What follows belongs to an exercise in optimizing a design on an open flow for small area, a short achievable clock period and few clock cycles per item; a production flow would make more cautious choices.
RTL that was checked went through simulation tests only; none was proved equivalent to the original.

== exp/quartz ==
==> flow/design.v (excerpt) <==
module vrc_dec (
    input  wire        clk,
    input  wire        rst,
    input  wire        in_valid,
    output wire        in_ready,
    input  wire [31:0] in_data,
    input  wire [15:0] in_len,
    output reg         px_valid,
    output reg  [2:0]  px_count,
    output reg  [31:0] px_data,
    output reg         done,
    output reg  [2:0]  done_cause
);
clock: 22.0 ns
lec_check: 0
cap_margin: 35
cell_pad_in_sites_detail_placement: 1
cell_pad_in_sites_global_placement: 2
core_margin: 2
core_utilization: 40
place_density: 0.55
slew_margin: 35
synth_memory_max_bits: 65536
standard.sh (not shown) runs the stock make flow with config.mk's settings and CLKGATE_MAP_FILE= SYNTH_SCRIPT=/design/flow/synth_recipe.tcl, a recipe that flattens the netlist after the stock synthesis.
==> flow/flow/run.sh <==
#!/bin/bash
# The standard layout, with its timing repair aimed at a setup margin: the clock
# period and constraints stay the design's; repair_timing is asked to leave
# this much slack, so it keeps improving paths the 22 ns clock alone would not
# make it touch. The full make output goes to standard.log; ORFS keeps each
# step's own log under orfs/logs.
set -euo pipefail
bash standard.sh SETUP_SLACK_MARGIN=14 finish > standard.log 2>&1
--- input diff exp/quartz..exp/indigo ---
--- a/flow/design.v
+++ b/flow/design.v
@@ -161,35 +161,31 @@
     wire [13:0] new_A   = wb_half ? {1'b0, wb_sum[13:1]} : wb_sum;
     wire [5:0]  new_N   = wb_half ? 6'd32 : wb_N + 6'd1;
     wire [2:0]  new_k   = wb_half ? kfun({1'b0, wb_sum[13:1]}, 6'd32) : kfun(wb_sum, wb_N + 6'd1);
     function used_ctx;
         input integer i;
         used_ctx = !((i >= 1 && i <= 7) || i == 15);
     endfunction
+    wire [22:0] cwr = clr_ctx ? {14'd4, 6'd1, 3'd2} : {new_A, new_N, new_k};
     wire [64*4-1:0]  kflat;          
     wire [64*20-1:0] aflat;          
     genvar gi;
     generate
         for (gi = 0; gi < 64; gi = gi + 1) begin : ctxs
             if (used_ctx(gi)) begin : u
-                reg        v;
                 reg [2:0]  k;
                 reg [19:0] an;
                 always @(posedge clk) begin
-                    if (wb_v && wb_ctx == gi) begin
-                        an <= {new_A, new_N};
-                        k  <= new_k;
+                    if (clr_ctx || (wb_v && wb_ctx == gi)) begin
+                        an <= cwr[22:3];
+                        k  <= cwr[2:0];
                     end
-                    if (clr_ctx)
-                        v <= 1'b0;
-                    else if (wb_v && wb_ctx == gi)
-                        v <= 1'b1;
                 end
-                assign kflat[gi*4 +: 4]   = {v, k};
-                assign aflat[gi*20 +: 20] = v ? an : {14'd4, 6'd1};
+                assign kflat[gi*4 +: 4]   = {1'b1, k};
+                assign aflat[gi*20 +: 20] = an;
             end else begin : n
                 assign kflat[gi*4 +: 4]   = 4'd0;
                 assign aflat[gi*20 +: 20] = 20'd0;
             end
         end
     endgenerate
     function [19:0] anent;
@@ -333,32 +329,30 @@
     wire [3:0] km3_32 = ctx[3] ? km2_40 : km2_32;
     wire [3:0] km3_48 = ctx[3] ? km2_56 : km2_48;
     wire [3:0] km4_0 = ctx[4] ? km3_16 : km3_0;
     wire [3:0] km4_32 = ctx[4] ? km3_48 : km3_32;
     wire [3:0] km5_0 = ctx[5] ? km4_32 : km4_0;
     wire [3:0] crd = km5_0;
     wire        hit   = wb_v && (wb_ctx == ctx);
-    wire [2:0]  k_eff = hit ? new_k : (crd[3] ? crd[2:0] : 3'd2);
+    wire [2:0]  k_eff = hit ? new_k : crd[2:0];
     wire [13:0] A_eff = hit ? new_A : an_rd[19:6];
     wire [5:0]  N_eff = hit ? new_N : an_rd[5:0];
     reg  [7:0] m_k   [0:7];
     reg  [7:0] pix_k [0:7];
     reg        ovf_k [0:7];
-    reg        fit_k [0:7];
     reg  [7:0] e_t;
     reg  [15:0] mf;
     integer kk;
     always @(*) begin
         for (kk = 0; kk < 8; kk = kk + 1) begin
             mf = ({11'd0, q} << kk) | ({9'd0, T7} >> (7 - kk));
             m_k[kk]   = mf[7:0];
             ovf_k[kk] = (mf > 16'd255);
             e_t       = mf[0] ? ~({1'b0, mf[7:1]}) : {1'b0, mf[7:1]};
             pix_k[kk] = pred + e_t;
-            fit_k[kk] = ({2'b00, q} + 7'd1 + kk[6:0]) <= avail;
         end
     end
     wire [7:0] e_esc  = esc_pix - pred;
     wire [7:0] m_esc  = e_esc[7] ? ~(e_esc << 1) : (e_esc << 1);
     wire [7:0] koh = 8'd1 << k_eff;
     reg  [7:0] pix_sel, m_sel;
     integer si;
@@ -388,15 +382,15 @@
     wire is_fill = (mode == 2'd2);
     wire in_dec  = (st == S_DEC) && !s1_bad;
     wire in_run  = (st == S_RUN);
     wire        do_run  = in_dec && is_vrc && run_mode;
     wire        do_reg  = in_dec && is_vrc && !run_mode;
     wire        esc_fit  = (avail >= 7'd33);
     wire        fast_fit = q_esc ? esc_fit : ({2'b00, q} + 7'd8 <= avail);
-    wire        slow_fit = q_esc ? esc_fit : fit_k[k_hold];
+    wire        slow_fit = q_esc ? esc_fit : ({2'b00, q} + 7'd1 + {4'd0, k_hold} <= avail);
     wire        reg_fit  = retry ? slow_fit : fast_fit;
     wire        reg_mv   = do_reg && reg_fit && !marker;
     wire        reg_fail = do_reg && ((marker && esc_fit) || (reg_fit && reg_ovf) ||
                                       (retry && !slow_fit && body_done));
     wire        run_fit  = (run_len <= avail);
     wire        pre_ok   = do_run && resc_pre && run_fit && !marker;
     wire        run_ok   = do_run && !resc_pre && run_fit;
@@ -415,14 +409,17 @@
     reg  [2:0]  s;             
     always @(*) begin
         if (run_mv)       s = rs;
         else if (blk_mv)  s = chunk4;
         else              s = {2'b00, reg_mv};
     end
     wire        moved    = reg_mv || run_mv || blk_mv;
+    wire [5:0]  x_p1 = x + 6'd1, x_p2 = x + 6'd2, x_p3 = x + 6'd3, x_p4 = x + 6'd4;
+    wire [5:0]  x_adv = (x_p1 & {6{s == 3'd1}}) | (x_p2 & {6{s == 3'd2}}) |
+                        (x_p3 & {6{s == 3'd3}}) | (x_p4 & {6{s == 3'd4}});
     wire        line_end = reg_mv ? x_last : in_run ? le_left : run_ok ? le_run : le_blk;
     wire        last_line = (y + 7'd1 == {1'b0, lines});
     wire        resc_go = do_run && resc && run_fit;
     wire        runq_go = do_run && !resc && run_fit;           
     reg  [5:0]  a1;
     always @(*) begin
         if (resc_go)                 a1 = 6'd16;
@@ -654,15 +651,15 @@
                 ptr   <= 6'd0;
             end else begin
                 avail <= av_nx;
                 ptr   <= pt_nx;
             end
             if (do_reg) retry <= !reg_mv;
             if (moved) begin
-                x <= line_end ? 6'd0 : x + {3'd0, s};
+                x <= line_end ? 6'd0 : x_adv;
                 if (run_mv) run_left <= (in_run ? run_left : r6) - {3'd0, rs};
                 if (line_end) begin
                     y        <= y + 7'd1;
                     ends_run <= 1'b0;
                     nb  <= (x == 6'd0) ? wval : lb0;
                     na  <= (x == 6'd0) ? wval : lb0;
                     nd  <= (ppl == 6'd1) ? ((x == 6'd0) ? wval : lb0) :
Notes after the runs:
- TritonCTS sink count down 54 in exp/indigo wrt exp/quartz
- For exp/quartz, the origin of the worst setup path was W[25], unlike exp/indigo, where it was x[2].
- Compared with exp/quartz, in exp/indigo overall global routing resource usage went down, count of clock-buffer cells in the layout went down, fmax went up, number of vias after detailed routing went down, die area went down.
- exp/quartz has higher tap cell instance count than exp/indigo.
- exp/quartz ended up with sky130_fd_sc_hd__fa_2 as its critical-path cell with the highest stage delay; exp/indigo ended up with sky130_fd_sc_hd__mux4_2.
Testbench counts of exp/indigo, summed over its fixed seeds: cycles 208,470, pixels 318,010.
Only the layout flow was run in exp/quartz; the RTL was not checked for function there.

maple:
Another version of the RTL of vrc_dec (not shown whole).
Size in the first run: ~10,000 cells after synthesis, roughly 92 I/O pins.
==> flow/config.mk <==
export PLATFORM = sky130hd
export DESIGN_NAME = vrc_dec
export DESIGN_NICKNAME = vrc_dec
export VERILOG_FILES = /design/flow/design.v
export SDC_FILE = /design/flow/constraint.sdc
export NUM_CORES = 4
export LEC_CHECK = 0
export CAP_MARGIN = 35
export CELL_PAD_IN_SITES_DETAIL_PLACEMENT = 1
export CELL_PAD_IN_SITES_GLOBAL_PLACEMENT = 2
export CORE_MARGIN = 2
export CORE_UTILIZATION = 40
export PLACE_DENSITY = 0.55
export SLEW_MARGIN = 35
export SYNTH_MEMORY_MAX_BITS = 65536
==> flow/constraint.sdc <==
create_clock -name core_clock -period 22.0 [get_ports {clk}]
set_input_delay 4.4000 -clock core_clock [delete_from_list [all_inputs] [get_ports {clk}]]
set_output_delay 4.4000 -clock core_clock [all_outputs]
set_load 0.01 [all_outputs]
Scripts as last shown in full above: flow/flow/run.sh
## Diff of input files: garnet against maple
--- a/flow/design.v
+++ b/flow/design.v
@@ -158,37 +158,41 @@
     reg  [5:0]  wb_N;
     wire [13:0] wb_sum  = wb_A + {6'd0, wb_m};
     wire        wb_half = (wb_N == 6'd63);
     wire [13:0] new_A   = wb_half ? {1'b0, wb_sum[13:1]} : wb_sum;
     wire [5:0]  new_N   = wb_half ? 6'd32 : wb_N + 6'd1;
     wire [2:0]  new_k   = wb_half ? kfun({1'b0, wb_sum[13:1]}, 6'd32) : kfun(wb_sum, wb_N + 6'd1);
     function used_ctx;
         input integer i;
         used_ctx = !((i >= 1 && i <= 7) || i == 15);
     endfunction
-    wire [22:0] cwr = clr_ctx ? {14'd4, 6'd1, 3'd2} : {new_A, new_N, new_k};
     wire [64*4-1:0]  kflat;          
     wire [64*20-1:0] aflat;          
     genvar gi;
     generate
         for (gi = 0; gi < 64; gi = gi + 1) begin : ctxs
             if (used_ctx(gi)) begin : u
+                reg        v;
                 reg [2:0]  k;
                 reg [19:0] an;
                 always @(posedge clk) begin
-                    if (clr_ctx || (wb_v && wb_ctx == gi)) begin
-                        an <= cwr[22:3];
-                        k  <= cwr[2:0];
+                    if (wb_v && wb_ctx == gi) begin
+                        an <= {new_A, new_N};
+                        k  <= new_k;
                     end
+                    if (clr_ctx)
+                        v <= 1'b0;
+                    else if (wb_v && wb_ctx == gi)
+                        v <= 1'b1;
                 end
-                assign kflat[gi*4 +: 4]   = {1'b1, k};
-                assign aflat[gi*20 +: 20] = an;
+                assign kflat[gi*4 +: 4]   = {v, k};
+                assign aflat[gi*20 +: 20] = v ? an : {14'd4, 6'd1};
             end else begin : n
                 assign kflat[gi*4 +: 4]   = 4'd0;
                 assign aflat[gi*20 +: 20] = 20'd0;
             end
         end
     endgenerate
     function [19:0] anent;
         input integer i;
         begin
             if (i >= 1 && i <= 7)  anent = aflat[0 +: 20];
@@ -326,21 +330,21 @@
     wire [3:0] km2_56 = ctx[0] ? km1_57 : km1_56;
     wire [3:0] km3_0 = ctx[3] ? km2_8 : km2_0;
     wire [3:0] km3_16 = ctx[3] ? km2_24 : km2_16;
     wire [3:0] km3_32 = ctx[3] ? km2_40 : km2_32;
     wire [3:0] km3_48 = ctx[3] ? km2_56 : km2_48;
     wire [3:0] km4_0 = ctx[4] ? km3_16 : km3_0;
     wire [3:0] km4_32 = ctx[4] ? km3_48 : km3_32;
     wire [3:0] km5_0 = ctx[5] ? km4_32 : km4_0;
     wire [3:0] crd = km5_0;
     wire        hit   = wb_v && (wb_ctx == ctx);
-    wire [2:0]  k_eff = hit ? new_k : crd[2:0];
+    wire [2:0]  k_eff = hit ? new_k : (crd[3] ? crd[2:0] : 3'd2);
     wire [13:0] A_eff = hit ? new_A : an_rd[19:6];
     wire [5:0]  N_eff = hit ? new_N : an_rd[5:0];
     reg  [7:0] m_k   [0:7];
     reg  [7:0] pix_k [0:7];
     reg        ovf_k [0:7];
     reg        fit_k [0:7];
     reg  [7:0] e_t;
     reg  [15:0] mf;
     integer kk;
     always @(*) begin
==> run summary <==
In the metrics for maple and garnet, the one carrying the higher cell area after layout is maple. [diff] max-slew headroom at the worst pin, garnet relative to maple: improvement. Top achievable clock speed on garnet is up relative to maple. Delta (garnet minus maple): global-route met3 utilization went down by 0.25 points; area of the multi-input gates went down by about 2.4%; clock skew was more or less identical. Re number of cells traversed by the worst hold path: no difference whatsoever between maple and garnet. When the final numbers for maple and garnet were put side by side, the buffers plus inverters on the worst setup path turned out to be smaller in garnet. Going from maple to garnet, global placement routability congestion decreased 3.5%; placement-stage worst setup slack increased 1030 ps. Layout overhead on the synthesized area in garnet is 2.1 points lower than in maple.
Testbench counts of garnet, summed over its fixed seeds: cycles 208,470, pixels 318,010.
Only the layout flow was run in maple; the RTL was not checked for function there.

separate check: timing with driven ports:
The results above use ideal ports. As a check the final layouts listed here were re-extracted and re-timed, cells and wires unchanged. Step 1: set_driving_cell puts a clkbuf_16 on clk and a buf_2 on each other input, an assumption about the parent block. Step 2 adds t to the input delays and takes it off the output delays; t is the mean of the earliest and latest rising clock arrival at the registers after step 1. Input paths then give back, and output paths get back, about the clock's delay inside the block. Slacks: no drivers / after step 1 / after step 2; pairs: no drivers / after step 1.
| run | shift t [ns] | setup WS [ns] | hold WS [ns] | slew at the worst register clock pin (ns) | worst slew at a driven data input, ns |
|---|---|---|---|---|---|
| exp/quartz | 0.993 | 13.894 / 13.894 / 13.894 | 0.494 / 0.494 / 0.494 | 0.07 / 0.07 | 0.06 |
| exp/indigo | 1.004 | 14.174 / 14.174 / 14.174 | 0.530 / 0.530 / 0.530 | 0.07 / 0.07 | 0.09 |
| maple | 1.002 | 13.709 / 13.709 / 13.709 | 0.456 / 0.456 / 0.456 | 0.07 / 0.07 | 0.08 |
| garnet | 0.992 | 14.040 / 14.035 / 14.040 | 0.488 / 0.488 / 0.488 | 0.07 / 0.07 | 0.13 |
After both steps setup and hold are still met in every run listed.
